This is an optimization exercise on Yosys and OpenROAD, whose aim is small area, a short achievable clock period and few clock cycles per item, not a production implementation.
The RTL was checked by simulation tests, not by an equivalence proof against the original design.
No activity file was given, so power comes from the tool's default toggle rates.

===== run.sh =====
#!/bin/bash
# synth_recipe.tcl (not shown) runs the flow's synth.tcl, then flattens the netlist and writes it again
# the make line also repeats each setting of config.mk as NAME=value (left out here)
make -C /OpenROAD-flow-scripts/flow DESIGN_CONFIG=/design/flow/config.mk WORK_HOME=/design/flow/orfs CLKGATE_MAP_FILE= SYNTH_SCRIPT=/design/flow/synth_recipe.tcl finish

===== config.mk =====
export PLATFORM = sky130hd
export DESIGN_NAME = profile_gen
export DESIGN_NICKNAME = profile_gen
export VERILOG_FILES = /design/flow/design.v
export SDC_FILE = /design/flow/constraint.sdc
export NUM_CORES = 4
export LEC_CHECK = 0
export CAP_MARGIN = 20
export CORE_MARGIN = 2
export CORE_UTILIZATION = 40
export PLACE_DENSITY = 0.6
export SLEW_MARGIN = 20

===== constraint.sdc =====
create_clock -name core_clock -period 12.0 [get_ports {clk}]
set_input_delay 2.4000 -clock core_clock [delete_from_list [all_inputs] [get_ports {clk}]]
set_output_delay 2.4000 -clock core_clock [all_outputs]
set_load 0.01 [all_outputs]

===== design.v =====
module profile_gen (
    input  wire        clk,
    input  wire        rst,           
    input  wire        cmd_valid,
    output wire        cmd_ready,
    input  wire        cmd_op,        
    input  wire [63:0] cmd_value,     
    input  wire [31:0] cmd_astep,     
    input  wire [31:0] cmd_vstep,     
    input  wire [5:0]  cmd_jerk_n,    
    output reg         res_valid,
    output wire [63:0] res_q,         
    output wire [63:0] res_u,         
    output wire [63:0] res_sp         
);
    localparam [3:0] S_IDLE  = 4'd0,
                     S_PREP  = 4'd1,
                     S_ARRV  = 4'd2,
                     S_MUL   = 4'd3,
                     S_SQRT  = 4'd4,
                     S_LIMIT = 4'd5,
                     S_CLAMP = 4'd6,
                     S_MOVE  = 4'd7,
                     S_SUM   = 4'd8,
                     S_DIV   = 4'd9,
                     S_DONE  = 4'd10;
    reg [3:0] state;
    reg signed [63:0] q;
    reg signed [63:0] u;
    reg signed [63:0] sp;
    reg signed [63:0] ring [0:31];
    reg [4:0]         ptr;
    reg [5:0]         jn;
    reg signed [63:0] tgt;
    reg [31:0]        a_r;
    reg [31:0]        v_r;
    reg signed [64:0] d_r;
    reg        [64:0] absd_r;
    reg               arr_r;           
    reg signed [65:0] w_r;             
    reg signed [63:0] un_r;            
    reg [99:0]        mcand;
    reg [31:0]        mplier;
    reg [99:0]        rad;
    reg [6:0]         cnt;
    reg [51:0]        rem;           
    reg [49:0]        root;
    reg signed [69:0] sum;
    reg [5:0]         idx;
    reg               neg;
    reg [53:0]        dvd;
    reg [53:0]        quo;
    reg [5:0]         drem;
    assign cmd_ready = (state == S_IDLE);
    assign res_q  = q;
    assign res_u  = u;
    assign res_sp = sp;
    wire signed [64:0] d_now = {tgt[63], tgt} - {q[63], q};
    wire        [64:0] absd_now = d_now[64] ? -d_now : d_now;
    wire signed [65:0] dmu = {d_now[64], d_now} - {{2{u[63]}}, u};
    wire        [65:0] absdmu = dmu[65] ? -dmu : dmu;
    wire arrival = (absd_now <= {33'd0, a_r}) && (absdmu <= {34'd0, a_r});
    wire [53:0] rem_sh = {rem, rad[99:98]};
    wire [53:0] trial  = {2'b00, root, 2'b01};
    wire        fits   = (rem_sh >= trial);
    wire [49:0]        w_mag  = (root - {18'd0, a_r}) >> 1;
    wire [49:0]        w_lim  = (w_mag > {18'd0, v_r}) ? {18'd0, v_r} : w_mag;
    wire signed [65:0] w_s    = (d_r > 0) ? $signed({16'd0, w_lim}) : -$signed({16'd0, w_lim});
    wire signed [65:0] u_lo   = {{2{u[63]}}, u} - $signed({34'd0, a_r});
    wire signed [65:0] u_hi   = {{2{u[63]}}, u} + $signed({34'd0, a_r});
    wire signed [65:0] un_lo  = (w_r < u_lo) ? u_lo : w_r;
    wire signed [65:0] un_c   = (un_lo > u_hi) ? u_hi : un_lo;
    wire        [69:0] abs_sum = sum[69] ? -sum : sum;
    wire        [69:0] biased  = abs_sum + ({64'd0, jn} << 15);
    wire [6:0] drem_sh = {drem, dvd[53]};
    wire       dfits   = (drem_sh >= {1'b0, jn});
    wire signed [63:0] q_next  = q + un_r;
    wire        [63:0] quo64   = {10'd0, quo};
    integer i;
    always @(posedge clk) begin
        res_valid <= 1'b0;
        if (rst) begin
            state <= S_IDLE;
            q     <= 64'd0;
            u     <= 64'd0;
            sp    <= 64'd0;
            ptr   <= 5'd0;
            jn    <= 6'd1;
        end else begin
            case (state)
                S_IDLE: begin
                    if (cmd_valid) begin
                        a_r <= cmd_astep;
                        v_r <= cmd_vstep;
                        if (cmd_op == 1'b0) begin
                            q   <= cmd_value;
                            u   <= 64'd0;
                            ptr <= 5'd0;
                            jn  <= cmd_jerk_n;
                            for (i = 0; i < 32; i = i + 1)
                                ring[i] <= cmd_value;
                            sum   <= 70'd0;
                            idx   <= 6'd0;
                            state <= S_SUM;
                        end else begin
                            tgt   <= cmd_value;
                            state <= S_PREP;
                        end
                    end
                end
                S_PREP: begin
                    d_r    <= d_now;
                    absd_r <= absd_now;
                    arr_r  <= arrival;
                    state  <= S_ARRV;
                end
                S_ARRV: begin
                    if (arr_r) begin
                        un_r  <= d_r[63:0];
                        state <= S_MOVE;
                    end else begin
                        mcand  <= {32'd0, absd_r, 3'b000} + {68'd0, a_r};
                        mplier <= a_r;
                        rad    <= 100'd0;
                        cnt    <= 7'd0;
                        state  <= S_MUL;
                    end
                end
                S_MUL: begin
                    if (mplier[0])
                        rad <= rad + mcand;
                    mcand  <= mcand << 1;
                    mplier <= mplier >> 1;
                    cnt    <= cnt + 7'd1;
                    if (cnt == 7'd31) begin
                        rem   <= 52'd0;
                        root  <= 50'd0;
                        cnt   <= 7'd0;
                        state <= S_SQRT;
                    end
                end
                S_SQRT: begin
                    rem  <= fits ? rem_sh[51:0] - trial[51:0] : rem_sh[51:0];
                    root <= {root[48:0], fits};
                    rad  <= rad << 2;
                    cnt  <= cnt + 7'd1;
                    if (cnt == 7'd49)
                        state <= S_LIMIT;
                end
                S_LIMIT: begin
                    w_r   <= w_s;
                    state <= S_CLAMP;
                end
                S_CLAMP: begin
                    un_r  <= un_c[63:0];
                    state <= S_MOVE;
                end
                S_MOVE: begin
                    q   <= q_next;
                    u   <= un_r;
                    ring[ptr] <= q_next;
                    ptr <= ({1'b0, ptr} + 6'd1 == jn) ? 5'd0 : ptr + 5'd1;
                    sum   <= 70'd0;
                    idx   <= 6'd0;
                    state <= S_SUM;
                end
                S_SUM: begin
                    sum <= sum + {{6{ring[idx[4:0]][63]}}, ring[idx[4:0]]};
                    idx <= idx + 6'd1;
                    if (idx + 6'd1 == jn) begin
                        cnt   <= 7'd0;
                        state <= S_DIV;
                    end
                end
                S_DIV: begin
                    if (cnt == 7'd0) begin
                        neg  <= sum[69];
                        dvd  <= biased[69:16];
                        quo  <= 54'd0;
                        drem <= 6'd0;
                        cnt  <= 7'd1;
                    end else begin
                        drem <= dfits ? drem_sh[5:0] - jn : drem_sh[5:0];
                        quo  <= {quo[52:0], dfits};
                        dvd  <= dvd << 1;
                        cnt  <= cnt + 7'd1;
                        if (cnt == 7'd54)
                            state <= S_DONE;
                    end
                end
                S_DONE: begin
                    sp        <= neg ? -quo64 : quo64;
                    res_valid <= 1'b1;
                    state     <= S_IDLE;
                end
                default: state <= S_IDLE;
            endcase
        end
    end
endmodule

==> notes.md <==
Number of DRC markers in iteration 0 = 19.96k
Maximum number of pins on one net before global-route repair = 125
Initial Utilization = 40.09%
Maximum frequency from static timing analysis = 86.03 MHz
Post-Place Cells = 23.59k
H-tree depth reported by CTS = 5
Most common cell in the netlist = edfxtp_1
Sequential fraction of the synthesis area = 49.52%
Cell Rows = 252
Final Util = 44.81%
Slew at the pin with the worst max-slew slack = 1.226 ns
Setup skew after layout = 0.07633 ns
Initial antenna violation count = 59
Outcome = finished clean
Fraction of registers with async set/reset = 0%
Fin crit period = 11.62 ns
Syn-to-layout area delta = 11.78%
HPWL after detailed placement = 485400 µm
Final Setup Violations = 0
Max Transition Viols Final = 0
Worst Hold Depth = 2
Clock tree from TritonCTS = done
FF+latch count, synth = 3181
Slowest-stage cell, CP = edfxtp_1
Cell area after technology mapping = 188600 µm²
Dominant cells by area after synthesis = edfxtp_1, mux4_2, o21ai_0
Total placed instance area = 198800 µm²
Required time of the critical path = 12.70 ns
Non-Filler Cell Area, Final = 210800 µm²
Global-route wire length before repair = 1024000 µm
Dominant register cell in the synthesized netlist = edfxtp_1
Final critical-path share of the clock period = 96.87%
GR Util met2 = 46.57%
Final WS setup = 0.3758 ns
Mean area per synthesized cell = 10.42 µm²
Number of top-level pins = 332
Worst Path Arrival = 12.33 ns
Total Power = 47.80 mW
First drt pass iteration count = 9
Yosys warning count = 1
Non-filler cells, final = 24.28k
Height of the die = 690.7 µm
Total of fill cells in the finished design = 43.63k
Number of buffers created by CTS = 365
Total of buffers placed on input and output ports = 331
Share of Yosys cell area claimed by the top area cell type = 47.26%
Global-route usage over all layers = 29.19%
Leading post-synthesis cells by instance count = edfxtp_1, nand2_1, o21ai_0
Count of nets left with antenna violations after detail routing = 0
Met3 usage = 6.543%
Startpoint Class = flip-flop
DRC = 0
Clock buffer depth = 4
Max Cap Violations = 0
Power Dens Cells = 226.8 nW/µm²
Final wirelength = 718900 µm
Die width = 690.7 µm
Clock latency at the later pin of the worst-skew pair = 1.01 ns
Final RePlAce weighted congestion = 0.9759
Nets@finish = 18.67k
Count of distinct cell types in the synthesized netlist = 105
Worst slew margin = 18.25%
Via density per instance = 6.100
Via count of the first global-routing pass = 140.8k
Routed WL per cell = 29.61 µm
Largest area contributor in the netlist = edfxtp_1
Clock transition at the registers of the reported paths = 0.05 ns
CP Class = reg2reg
Most Used Layer, Global Route = met2
Final hold violation count = 0
Clock tree root driver cell = clkbuf_16
Pre-CTS setup slack = 0.009487 ns
Static leakage = 78.12 nW
Net count after synthesis = 19.03k
Die Footprint = 477000 µm²
Core Region = 470400 µm²
Post-synth EDFFs = 2968
Maximum resistive drop on vdd = 0.1672 mV
Critical Path Fanout Max = 21
CP dominant cell by count = buf_4
Number of clock sinks = 3181
Share of cells above drive strength 1 = 11.21%
Met1 demand-to-capacity share in global routing = 37.37%
Via total after detailed routing = 148.1k
Element type at the critical path end = flip-flop
Biggest cell delay along the critical path = 0.48 ns
Synthesized instance count = 18.10k
Worst min-delay path category = reg2reg
Total congestion overflow after global routing = 0
Cell count of the worst reg-to-reg path = 50
## metal layers
layer / up-vias / wire length (µm)
li1: 66146 / -
met1: 72727 / 273900
met2: 7667 / 327800
met3: 1532 / 73780
met4: 34 / 43220
met5: - / 217
## area by class of cell
| type | instances | area (µm²) | share of cell area (%) |
|---|---|---|---|
| flip-flops and latches | 3181 | 93410 | 44.31 |
| inverters | 496 | 1862 | 0.8832 |
| well taps | 6223 | 7786 | 3.693 |
| clock buffers | 464 | 9672 | 4.588 |
| repair buffers | 748 | 6608 | 3.134 |
| clock inverters | 204 | 2188 | 1.038 |
| diodes | 18 | 45.04 | 0.02137 |
| multi-input cells | 12946 | 89240 | 42.33 |
## worst max-delay path: cells and delay by family, from the launching register on
family | cells | cell delay, ns
AOI/OAI and AO/OA | 25 | 5.94
xor gates and xnor gates | 1 | 0.15
adders and majority gates | 3 | 0.87
buffers and inverters | 9 | 1.66
DFF | 1 | 0.48
muxes | 1 | 0.48
and+or+nand+nor | 11 | 1.73
## stage by stage
step / hold WS, ns / TNS [ns]
3_3_place_gp: 0.4427 / -3.018
5_1_grt: 0.4787 / -0.009555
4_1_cts: 0.4559 / 0
2_1_floorplan: 0.4778 / 0
3_5_place_dp: 0.4496 / 0
6_report: 0.4550 / 0
## final timing paths
check / startpoint / end / slack (ns)
setup reg to reg: a_r[1]$_DFFE_PP_ / un_r[48]$_DFFE_PP_ / 0.38
hold / removal: sp[0]$_SDFFE_PP0P_ / sp[0]$_SDFFE_PP0P_ / 0.46
setup / recovery: a_r[1]$_DFFE_PP_ / un_r[48]$_DFFE_PP_ / 0.38
hold reg to reg: sp[0]$_SDFFE_PP0P_ / sp[0]$_SDFFE_PP0P_ / 0.46
## cells in the final DEF, fill, tap and decap left out, drive strengths merged, types with 146 or more instances in the layout
master,synthesis,layout
edfxtp,2968,2968
nand2,2945,2945
o21ai,2713,2713
nor2,932,932
a21oi,807,807
ha,786,786
mux4,640,640
inv,495,505
xnor2,495,495
clkbuf,1342,464
buf,128,427
a21o,394,394
xor2,339,339
clkdlybuf4s50,0,321
nor3,234,234
nand3,227,227
a211oi,219,219
dfxtp,213,213
nand4,175,175
clkinv,1,149
mux2,146,146
## state kept, by name, summed over array words and instances, names as in the netlist, 65 cells and up, named ones only
signal  flops
d_r        65
w_r        66
sum        70
rad       100
mcand     100
ring     2048
## power by group
| group | internal, mW | leakage [nW] | switching, mW |
|---|---|---|---|
| logic | 7.60 | 43.6 | 14.4 |
| clock network | 6.43 | 5.74 | 4.94 |
| registers | 13.7 | 28.8 | 0.737 |
| total | 27.7 | 78.1 | 20.1 |
## timing repair
| item | in CTS | in global routing |
|---|---|---|
| setup endpoints to repair | 2 | 64 |
| hold buffers | 0 | 0 |
| gates resized for setup | 1 | 10 |
| buffers inserted | 0 | 2 |
| cloned | 0 | 0 |
| pin swaps | 0 | 1 |
## cells by family (layout without fill, tap and decap cells)
logic type / after synthesis / after routing / synth area share [%]
AO/OA/AOI/OAI: 5059 / 5059 / 15.74
flip-flops: 3181 / 3181 / 49.52
AND/OR/NAND/NOR: 5415 / 5415 / 12.75
other: 0 / 18 / 0
multiplexers: 840 / 840 / 8.801
adder cells (fa/ha/maj): 797 / 797 / 5.331
XOR/XNOR: 835 / 835 / 3.885
buffers and inverters: 1968 / 1912 / 3.972
Testbench counts, summed over its fixed seeds: cycles 442,313, items 2,928.

-- re-timing with driven ports --
No port has a modelled driver above. Below, the same layout with a new extraction and two added sets of constraints.
Step 1 (the two cells are an assumption about what drives the block):
set clk [get_ports {clk}]
set_driving_cell -lib_cell sky130_fd_sc_hd__clkbuf_16 $clk
set_driving_cell -lib_cell sky130_fd_sc_hd__buf_2 [delete_from_list [all_inputs] $clk]
Step 2 adds t to the input delays and takes it off the output delays; t is the mean of the earliest and latest rising clock arrival at the registers after step 1. Input paths then give back, and output paths get back, about the clock's delay inside the block.
a / b / c = ideal / step 1 / step 2; a / b = the first two.
t, ns: 1.101
setup slack, ns: 0.376 / 0.376 / 0.376
pins driven straight from the clock port: 1
After both steps setup and hold are still met in this run. The setup slack of this run moves by 0.000 ns with the drivers and by 0.000 ns with both steps.
